This is an optimization exercise on Yosys and OpenROAD, whose aim is small area, a short achievable clock period and few clock cycles per item, not a production implementation. The RTL was checked by simulation tests, not by an equivalence proof against the original design. Power is estimated from default activity; no workload was simulated.

## srv_loop_block
module srv_loop_block (
    input  wire        clk,
    input  wire        rst,           
    input  wire        wr_en,
    input  wire [7:0]  wr_addr,
    input  wire [31:0] wr_data,
    input  wire        run_valid,
    output wire        run_ready,
    input  wire        run_close,     
    input  wire [15:0] run_m,         
    input  wire [15:0] run_now,       
    input  wire [15:0] run_ff,        
    input  wire [15:0] run_openval,   
    output reg         done,
    output reg  [15:0] y,
    output reg  [15:0] v,
    output wire [31:0] i_out,
    output wire        iclamp,
    output reg         aw,
    output reg         esign          
);
For scale: about 2,400 flip-flops, ~180 I/O pins, about 200,000 sq um of cells after synthesis.
Settings: LEC_CHECK=0, ABC_AREA=1, CAP_MARGIN=20, CORE_MARGIN=2, CORE_UTILIZATION=40, PLACE_DENSITY=0.6, SETUP_SLACK_MARGIN=5, SLEW_MARGIN=20; clock period 14.0 ns.
run.sh (not shown) runs the stock make flow with config.mk's settings and CLKGATE_MAP_FILE= SYNTH_SCRIPT=/design/flow/synth_recipe.tcl, a recipe that flattens the netlist after the stock synthesis.
The first run went through all stages and came out clean.
Testbench counts at the start, summed over its fixed seeds: cycles 7,125, runs 1,920.
==> next run, changes <==
--- a/flow/design.v
+++ b/flow/design.v
@@ -8,20 +8,20 @@
     output wire        run_ready,
     input  wire        run_close,     
     input  wire [15:0] run_m,         
     input  wire [15:0] run_now,       
     input  wire [15:0] run_ff,        
     input  wire [15:0] run_openval,   
     output reg         done,
     output reg  [15:0] y,
     output reg  [15:0] v,
-    output wire [31:0] i_out,
-    output wire        iclamp,
+    output reg  [31:0] i_out,
+    output reg         iclamp,
     output reg         aw,
     output reg         esign          
 );
     function signed [15:0] sat16;
         input signed [24:0] a;
         begin
             if (a > 25'sd32767)
                 sat16 = 16'sh7fff;
             else if (a < -25'sd32768)
@@ -88,18 +88,20 @@
     reg        [1:0]  c_last;
     reg signed [15:0] c_x  [0:1];
     reg signed [15:0] c_ff [0:1];
     reg signed [32:0] c_iv [0:1];
     reg        [1:0]  c_ez, c_en, c_close;
     reg        [39:0] p_ra [0:1];   
     reg        [39:0] p_rb [0:1];
     reg signed [18:0] b0_r [0:1];   
     reg        [1:0]  sh_r [0:1];
+    reg signed [15:0] x1_r [0:1];   
+    reg signed [15:0] y1_r [0:1];
     reg               vo1;
     reg signed [15:0] o_up, o_ff;
     reg signed [32:0] o_iv;
     reg               o_ez, o_en, o_close;
     reg               vo2;
     reg signed [16:0] q_upff;
     reg signed [16:0] q_ui;
     reg signed [31:0] q_i;
     reg               q_ic, q_cact, q_cneg, q_close, q_keep;
@@ -287,47 +289,45 @@
     wire signed [15:0] v_new = sat16({{7{vsum[17]}}, vsum});
     wire signed [15:0] y_new = (v_new < limit_lo) ? ((limit_lo > limit_hi) ? limit_hi : limit_lo)
                                                   : ((v_new > limit_hi) ? limit_hi : v_new);
     wire        lim_act = (y_new != v_new);
     wire        lim_neg = (v_new < y_new);
     wire        dir_neg = lim_act ? lim_neg : q_cneg;
     wire        aw_set  = lim_act | q_cact;
     wire        aw_nxt  = aw_set ? 1'b1 : (q_close ? 1'b0 : q_keep);
     wire        es_nxt  = aw_set ? (dir_neg ^ gain[15]) : esign_r;
-    assign i_out  = q_i;
-    assign iclamp = q_ic;
     wire signed [16:0] err_diff = $signed({run_now[15], run_now}) - $signed({run_m[15], run_m});
     reg [9:0] wsec;
     integer k;
     always @* begin
         for (k = 0; k < 10; k = k + 1)
             wsec[k] = wapply && (wa[5:2] == ((k < 4) ? (4'h8 + k) : (4'h2 + k - 4)));
     end
     wire [9:0] we0 = wsec & {10{wa[1:0] == 2'd0}};
     wire [9:0] we1 = wsec & {10{wa[1:0] == 2'd1}};
     wire [9:0] we2 = wsec & {10{wa[1:0] == 2'd2}};
     wire       zero_all = g_out && g_close;      
     wire [9:0] upd0 = cv[0] ? c_oh[0] : 10'd0;
     wire [9:0] upd1 = cv[1] ? c_oh[1] : 10'd0;
     always @(posedge clk) begin
         for (k = 0; k < 10; k = k + 1) begin
             if (we0[k]) begin cb0[k] <= wd[15:0]; cb1[k] <= wd[31:16]; end
             if (we1[k]) begin cb2[k] <= wd[15:0]; ca1[k] <= wd[31:16]; end
             if (we2[k]) begin ca2[k] <= wd[15:0]; csh[k] <= wd[17:16]; end
-            if (upd0[k] || upd1[k]) begin
-                sx2[k] <= zst[k] ? 16'sd0 : sx1[k];
-                sy2[k] <= zst[k] ? 16'sd0 : sy1[k];
-            end
             if (upd0[k]) begin
+                sx2[k] <= x1_r[0];
                 sx1[k] <= c_x[0];
+                sy2[k] <= y1_r[0];
                 sy1[k] <= c0_y;
             end else if (upd1[k]) begin
+                sx2[k] <= x1_r[1];
                 sx1[k] <= c_x[1];
+                sy2[k] <= y1_r[1];
                 sy1[k] <= c1_y;
             end
         end
     end
     always @(posedge clk) begin
         if (rst) begin
             gain <= 16'sd0; gshift <= 2'd0; ki <= 16'sd0; ki_shift <= 4'd0;
             iclamp_lim <= 15'd0; limit_lo <= 16'sd0; limit_hi <= 16'sd0;
             nn <= 3'd0; nb <= 3'd0;
@@ -419,22 +419,26 @@
             g_c  <= 15'd16383;
             g_ph <= 2'd1;
         end else if (vg && g_ph == 2'd1) begin
             g_x0 <= gx0;
             g_iv <= g_ivn;
             g_ph <= 2'd2;
         end
         p_ra[0] <= (take0 && g_close) ? 40'd0 : pc0_a;
         p_rb[0] <= (take0 && g_close) ? 40'd0 : pc0_b;
+        x1_r[0] <= (take0 && g_close) ? 16'sd0 : m0_x1;
+        y1_r[0] <= (take0 && g_close) ? 16'sd0 : m0_y1;
         b0_r[0] <= m0_b0 <<< m0_sh;
         sh_r[0] <= m0_sh;
         p_ra[1] <= (take1 && g_close) ? 40'd0 : pc1_a;
         p_rb[1] <= (take1 && g_close) ? 40'd0 : pc1_b;
+        x1_r[1] <= (take1 && g_close) ? 16'sd0 : m1_x1;
+        y1_r[1] <= (take1 && g_close) ? 16'sd0 : m1_y1;
         b0_r[1] <= m1_b0 <<< m1_sh;
         sh_r[1] <= m1_sh;
         if (take0) lead <= lbusy[1];
         if (take1) lead <= !lbusy[0];
         if (cv[0] && !c_last[0])
             c_x[0] <= c0_y;
         if (take0) begin
             c_x[0]     <= gx0;
             c_ff[0]    <= g_ff;
@@ -495,18 +499,20 @@
             q_i     <= i_new;
             q_ic    <= i_ic;
             q_cact  <= i_over | i_under;
             q_cneg  <= i_under;
             q_close <= o_close;
             q_keep  <= aw_keep;
         end
         y      <= y_new;
         v      <= v_new;
+        i_out  <= q_i;
+        iclamp <= q_ic;
         aw     <= aw_nxt;
         esign  <= es_nxt;
     end
 endmodule
 module slb_mac_chain (
     input  wire [18:0] a,
     input  wire [15:0] x,
     input  wire [39:0] pa,
     input  wire [39:0] pb,
Result: Global-route usage went up by 0.83 points; critical path depth rises by 5; die area increases by about 1.3%; power went down by about 6%; worst setup slack gets worse by 0.092 ns; combinational power went down by 9.6%; core utilization stays flat.
Testbench counts after the change, summed over its fixed seeds: cycles 7,125, runs 1,920.

==> afterwards: timing with drivers on the ports <==
How much do the figures lean on ideal ports? The routed layouts below were timed once more, with nothing changed but the port constraints.
Step 1 assumes that a clkbuf_16 drives the clock port and a buf_2 every other input.
Step 2 adds t to the input delays and takes it off the output delays; t is the mean of the earliest and latest rising clock arrival at the registers after step 1. Input paths then give back, and output paths get back, about the clock's delay inside the block.
Slacks: no drivers / after step 1 / after step 2; pairs: no drivers / after step 1.
run | t (ns) | slack for setup (ns) | hold slack, ns | slew at the worst register clock pin (ns) | worst slew at a driven data input, ns
the first run | 1.098 | 4.993 / 4.993 / 4.993 | 0.405 / 0.405 / 0.405 | 0.07 / 0.07 | 0.11
the second run | 1.080 | 4.901 / 4.901 / 4.901 | 0.319 / 0.319 / 0.319 | 0.07 / 0.07 | 0.10
After both steps every run listed still meets setup and hold.
